Background: an optimization exercise with open tools, aiming at small area, a short achievable clock period and few clock cycles per item. Do not read the settings as production practice. The RTL was checked by simulation tests, not by an equivalence proof against the original design. Power figures rest on the tool's default switching activity, not on a simulated workload.

red:
## alf_line_coder
module alf_line_coder (
    input  wire        clk,
    input  wire        rst,           
    input  wire [7:0]  fmt,           
    input  wire        in_valid,
    output wire        in_ready,
    input  wire [15:0] in_sample,
    input  wire        in_last,       
    output reg         out_valid,
    input  wire        out_ready,
    output reg  [31:0] out_data,
    output reg         out_last,      
    output wire [23:0] out_nbits      
);
    reg  [1:0]  f_bsel;
    reg  [2:0]  f_d;
    always @(*) begin
        case (fmt)
            8'h01:               begin f_bsel = 2'd0; f_d = 3'd1; end
            8'h02, 8'h03, 8'h04: begin f_bsel = 2'd2; f_d = 3'd1; end
            8'h10:               begin f_bsel = 2'd0; f_d = 3'd2; end
            8'h11, 8'h12:        begin f_bsel = 2'd2; f_d = 3'd2; end
            8'h20:               begin f_bsel = 2'd0; f_d = 3'd3; end
            8'h21, 8'h31:        begin f_bsel = 2'd1; f_d = 3'd3; end
            8'h30:               begin f_bsel = 2'd1; f_d = 3'd0; end
            default:             begin f_bsel = 2'd0; f_d = 3'd1; end
        endcase
    end
    reg         line_first;           
    reg         rdy_o;                
    reg         sk_v;
    reg  [15:0] sk_s;
    reg         sk_last, sk_first;
    reg  [1:0]  sk_bsel;
    reg  [2:0]  sk_d;
    reg         x_v;
    reg  [15:0] x_s;
    reg         x_last, x_first;
    reg  [1:0]  x_bsel;
    reg  [2:0]  x_d;
    assign in_ready = rdy_o;
    wire in_fire = in_valid && !sk_v;
    wire x_take;                      
    wire xu;                          
    wire sk_v_n = sk_v ? !x_take : (in_fire && !x_take);
    reg  [1:0]  l_bsel;               
    reg  [2:0]  l_d;
    reg  [15:0] hist1, hist2;
    reg  [9:0]  hist3, hist4;
    reg  [2:0]  nseen;                
    reg  [1:0]  phase;                
    wire [1:0]  e_bsel = x_first ? x_bsel : l_bsel;
    wire [2:0]  e_d    = x_first ? x_d    : l_d;
    wire [2:0]  e_seen = x_first ? 3'd0   : nseen;
  ...
clock: 50.0 ns
lec_check: 0
abc_area: 1
cap_margin: 20
core_margin: 2
core_utilization: 40
place_density: 0.6
slew_margin: 20
run.sh (not shown) runs the stock make flow with config.mk's settings and CLKGATE_MAP_FILE= SYNTH_SCRIPT=/design/flow/synth_recipe.tcl, a recipe that flattens the netlist after the stock synthesis.
red: no failed stages, no open violations at the end
Testbench counts of red, summed over its fixed seeds: cycles 108,120, samples 107,845.
Changes in blue relative to red:
--- a/flow/design.v
+++ b/flow/design.v
@@ -38,44 +38,34 @@
     reg         x_last, x_first;
     reg  [1:0]  x_bsel;
     reg  [2:0]  x_d;
     assign in_ready = rdy_o;
     wire in_fire = in_valid && !sk_v;
     wire x_take;                      
-    wire xu;                          
     wire sk_v_n = sk_v ? !x_take : (in_fire && !x_take);
     reg  [1:0]  l_bsel;               
     reg  [2:0]  l_d;
     reg  [15:0] hist1, hist2;
     reg  [9:0]  hist3, hist4;
     reg  [2:0]  nseen;                
     reg  [1:0]  phase;                
     wire [1:0]  e_bsel = x_first ? x_bsel : l_bsel;
     wire [2:0]  e_d    = x_first ? x_d    : l_d;
     wire [2:0]  e_seen = x_first ? 3'd0   : nseen;
     wire [1:0]  e_ph   = x_first ? 2'd0   : phase;
+    wire [2:0]  pdist = (e_d == 3'd0) ? (e_ph[0] ? 3'd2 : 3'd4) : e_d;
     reg  [15:0] pred;
-    wire        n_first = sk_v ? sk_first : line_first;    
-    wire [2:0]  n_d     = xu ? e_d : l_d;
-    wire [2:0]  n_seen  = xu ? ((e_seen == 3'd4) ? 3'd4 : e_seen + 3'd1) : nseen;
-    wire [1:0]  n_ph    = xu ? e_ph + 2'd1 : phase;
-    wire [15:0] n_h1    = xu ? x_s         : hist1;
-    wire [15:0] n_h2    = xu ? hist1       : hist2;
-    wire [9:0]  n_h3    = xu ? hist2[9:0]  : hist3;
-    wire [9:0]  n_h4    = xu ? hist3       : hist4;
-    wire [2:0]  n_pd    = (n_d == 3'd0) ? (n_ph[0] ? 3'd2 : 3'd4) : n_d;
-    reg  [15:0] pred_n;
     always @(*) begin
-        if (n_first || n_seen < n_pd)
-            pred_n = 16'd0;
+        if (e_seen < pdist)
+            pred = 16'd0;
         else begin
-            case (n_pd)
-                3'd1:    pred_n = n_h1;
-                3'd2:    pred_n = n_h2;
-                3'd3:    pred_n = {6'd0, n_h3};
-                default: pred_n = {6'd0, n_h4};
+            case (pdist)
+                3'd1:    pred = hist1;
+                3'd2:    pred = hist2;
+                3'd3:    pred = {6'd0, hist3};
+                default: pred = {6'd0, hist4};
             endcase
         end
     end
     wire [15:0] diff = x_s - pred;
     reg  [15:0] u_new;
     always @(*) begin
@@ -232,13 +222,13 @@
     wire        emit    = hv && cq0_v && pk_ok;
     wire [5:0]  n_after = n - {5'd0, emit};
     wire        n0      = (n == 6'd0);
     wire        n1      = (n == 6'd1);
     wire        n34     = (n == 6'd34);
     wire        n_empty = n0 || (n1 && emit);
-    assign      xu      = x_v && (n0 || ((ph == wr) && !n34) || (emit && (n1 || n34)))
+    wire        xu      = x_v && (n0 || ((ph == wr) && !n34) || (emit && (n1 || n34)))
                           && (!dec_pend || d_cap);
     wire        write   = xu;
     assign x_take = !x_v || xu;
     wire blk_pop  = emit && blk_end;
     integer i, b2;
     reg [10:0] cbase, cterm, csum; reg cc;
@@ -253,13 +243,12 @@
         if (x_take && (sk_v || in_fire)) begin
             x_s     <= sk_v ? sk_s     : in_sample;
             x_last  <= sk_v ? sk_last  : in_last;
             x_first <= sk_v ? sk_first : line_first;
             x_bsel  <= sk_v ? sk_bsel  : f_bsel;
             x_d     <= sk_v ? sk_d     : f_d;
-            pred    <= pred_n;
         end
         if (xu) begin
             if (x_first) begin
                 l_bsel <= x_bsel;
                 l_d    <= x_d;
             end
Findings:
The run showing the greater clock skew is blue. Cmp blue and red / final setup slack of the worst path / lower: blue. Cmp blue and red / area after synthesis / lower: blue. Relative to red, clock network fraction of total power has decreased by 1.2 points in blue. In the tables for blue and red, final critical delay including setup and external delays reads higher with blue. Result for blue and red: all clean. red → blue: part of the power in registers lost 0.2 points; clock-buffer cell count climbed 14.
Testbench counts of blue, summed over its fixed seeds: cycles 108,120, samples 107,845.

alf_line_coder, a different RTL version from the one above (not shown whole).
Size in the first run: ~5400 cells after synthesis, ~1100 flip-flops, ~88 I/O pins, ~0.046 mm2 of cells after synthesis.
Settings: LEC_CHECK=0, ABC_AREA=1, CAP_MARGIN=20, CORE_MARGIN=2, CORE_UTILIZATION=55, CTS_BUF_LIST=sky130_fd_sc_hd__clkbuf_16, CTS_CLUSTER_DIAMETER=60, CTS_CLUSTER_SIZE=30, PLACE_DENSITY=0.75, SLEW_MARGIN=20; clock period 50.0 ns.
The starting point ran to the end with no violations.
Testbench counts at the start, summed over its fixed seeds: cycles 108,120, samples 107,845.
Edit:
--- a/flow/design.v
+++ b/flow/design.v
@@ -34,52 +34,42 @@
     reg  [1:0]  sk_bsel;
     reg  [2:0]  sk_d;
     reg         x_v;
     reg  [15:0] x_s;
     reg         x_last, x_first;
     reg  [1:0]  x_bsel;
     reg  [2:0]  x_d;
     assign in_ready = rdy_o;
     wire in_fire = in_valid && !sk_v;
     wire x_take;                      
-    wire xu;                          
     wire sk_v_n = sk_v ? !x_take : (in_fire && !x_take);
     reg  [1:0]  l_bsel;               
     reg  [2:0]  l_d;
     reg  [15:0] hist1, hist2;
     reg  [9:0]  hist3, hist4;
     reg  [2:0]  nseen;                
     reg  [1:0]  phase;                
     wire [1:0]  e_bsel = x_first ? x_bsel : l_bsel;
     wire [2:0]  e_d    = x_first ? x_d    : l_d;
     wire [2:0]  e_seen = x_first ? 3'd0   : nseen;
     wire [1:0]  e_ph   = x_first ? 2'd0   : phase;
+    wire [2:0]  pdist = (e_d == 3'd0) ? (e_ph[0] ? 3'd2 : 3'd4) : e_d;
     reg  [15:0] pred;
-    wire        n_first = sk_v ? sk_first : line_first;    
-    wire [2:0]  n_d     = xu ? e_d : l_d;
-    wire [2:0]  n_seen  = xu ? ((e_seen == 3'd4) ? 3'd4 : e_seen + 3'd1) : nseen;
-    wire [1:0]  n_ph    = xu ? e_ph + 2'd1 : phase;
-    wire [15:0] n_h1    = xu ? x_s         : hist1;
-    wire [15:0] n_h2    = xu ? hist1       : hist2;
-    wire [9:0]  n_h3    = xu ? hist2[9:0]  : hist3;
-    wire [9:0]  n_h4    = xu ? hist3       : hist4;
-    wire [2:0]  n_pd    = (n_d == 3'd0) ? (n_ph[0] ? 3'd2 : 3'd4) : n_d;
-    reg  [15:0] pred_n;
     always @(*) begin
-        if (n_first || n_seen < n_pd)
-            pred_n = 16'd0;
+        if (e_seen < pdist)
+            pred = 16'd0;
         else begin
-            case (n_pd)
-                3'd1:    pred_n = n_h1;
-                3'd2:    pred_n = n_h2;
-                3'd3:    pred_n = {6'd0, n_h3};
-                default: pred_n = {6'd0, n_h4};
+            case (pdist)
+                3'd1:    pred = hist1;
+                3'd2:    pred = hist2;
+                3'd3:    pred = {6'd0, hist3};
+                default: pred = {6'd0, hist4};
             endcase
         end
     end
     wire [15:0] diff = x_s - pred;
     reg  [15:0] u_new;
     always @(*) begin
         case (e_bsel)
             2'd0:    u_new = {8'd0, diff[6:0] ^ {7{diff[7]}}, diff[7]};
             2'd1:    u_new = {6'd0, diff[8:0] ^ {9{diff[9]}}, diff[9]};
             default: u_new = {diff[14:0] ^ {15{diff[15]}}, diff[15]};
@@ -222,21 +212,21 @@
     wire        pk_ok  = (cnt_o <= 7'd37) && !(line_end && ((cnt_o > 7'd32) || lw_busy));
     wire [73:0] placed = {37'd0, put_v} << (7'd74 - t[6:0]);
     assign out_nbits = {3'd0, wcnt, lbm};
     assign oload = (!out_valid || out_ready) && (osk_v || pk_out);
     wire        emit    = hv && cq0_v && pk_ok;
     wire [5:0]  n_after = n - {5'd0, emit};
     wire        n0      = (n == 6'd0);
     wire        n1      = (n == 6'd1);
     wire        n34     = (n == 6'd34);
     wire        n_empty = n0 || (n1 && emit);
-    assign      xu      = x_v && (n0 || ((ph == wr) && !n34) || (emit && (n1 || n34)))
+    wire        xu      = x_v && (n0 || ((ph == wr) && !n34) || (emit && (n1 || n34)))
                           && (!dec_pend || d_cap);
     wire        write   = xu;
     assign x_take = !x_v || xu;
     wire blk_pop  = emit && blk_end;
     integer i, b2;
     reg [10:0] cbase, cterm, csum; reg cc;
     always @(posedge clk) begin
         if (oload) begin
             out_data <= osk_v ? osk_data : acc[73:42];
             if (osk_v ? osk_last : lw[0]) begin
@@ -251,21 +241,20 @@
             sk_first <= line_first;
             sk_bsel  <= f_bsel;
             sk_d     <= f_d;
         end
         if (x_take && (sk_v || in_fire)) begin
             x_s     <= sk_v ? sk_s     : in_sample;
             x_last  <= sk_v ? sk_last  : in_last;
             x_first <= sk_v ? sk_first : line_first;
             x_bsel  <= sk_v ? sk_bsel  : f_bsel;
             x_d     <= sk_v ? sk_d     : f_d;
-            pred    <= pred_n;
         end
         if (xu) begin
             if (x_first) begin
                 l_bsel <= x_bsel;
                 l_d    <= x_d;
             end
             hist1 <= x_s;
             hist2 <= hist1;
             hist3 <= hist2[9:0];
             hist4 <= hist3;
After rerunning:
- die area decreases by 2.3%
- design area decreases by 2.3%
- critical path depth is unchanged
- sequential cell count decreases by 16
- clock power decreases by 3.3%
- via count decreases by 2.9%
- cell count decreases by 4.0%
- clock skew decreases by 0.0031 ns
Testbench counts after the change, summed over its fixed seeds: cycles 108,120, samples 107,845.

-- port drivers added, routing unchanged --
The results above use ideal ports. As a check the final layouts listed here were re-extracted and re-timed, cells and wires unchanged. Step 1 sets driving cells, clkbuf_16 on the clock port and buf_2 on the other inputs (assumed; they add their load-dependent delay and slew). Step 2 moves the port delays by t, midway between the first and last clock arrival at a register: inputs arrive t later, outputs are due t later. That takes back most of the time a late clock gives input paths. a / b / c = ideal ports / drivers / drivers and shift; a / b = the first two.
| run | shift t [ns] | setup WS [ns] | hold WS [ns] |
|---|---|---|---|
| red | 0.797 | 38.379 / 38.312 / 38.027 | 0.284 / 0.284 / 0.284 |
| blue | 0.804 | 38.352 / 38.282 / 38.147 | 0.306 / 0.306 / 0.306 |
| the first run of note 2 | 0.705 | 38.272 / 38.207 / 38.068 | 0.309 / 0.309 / 0.309 |
| the second run of note 2 | 0.695 | 38.270 / 38.204 / 38.105 | 0.318 / 0.318 / 0.318 |
After both steps every run listed still meets setup and hold. The setup slack of red, which loses most, moves by -0.067 ns with the drivers and by -0.352 ns with both steps.
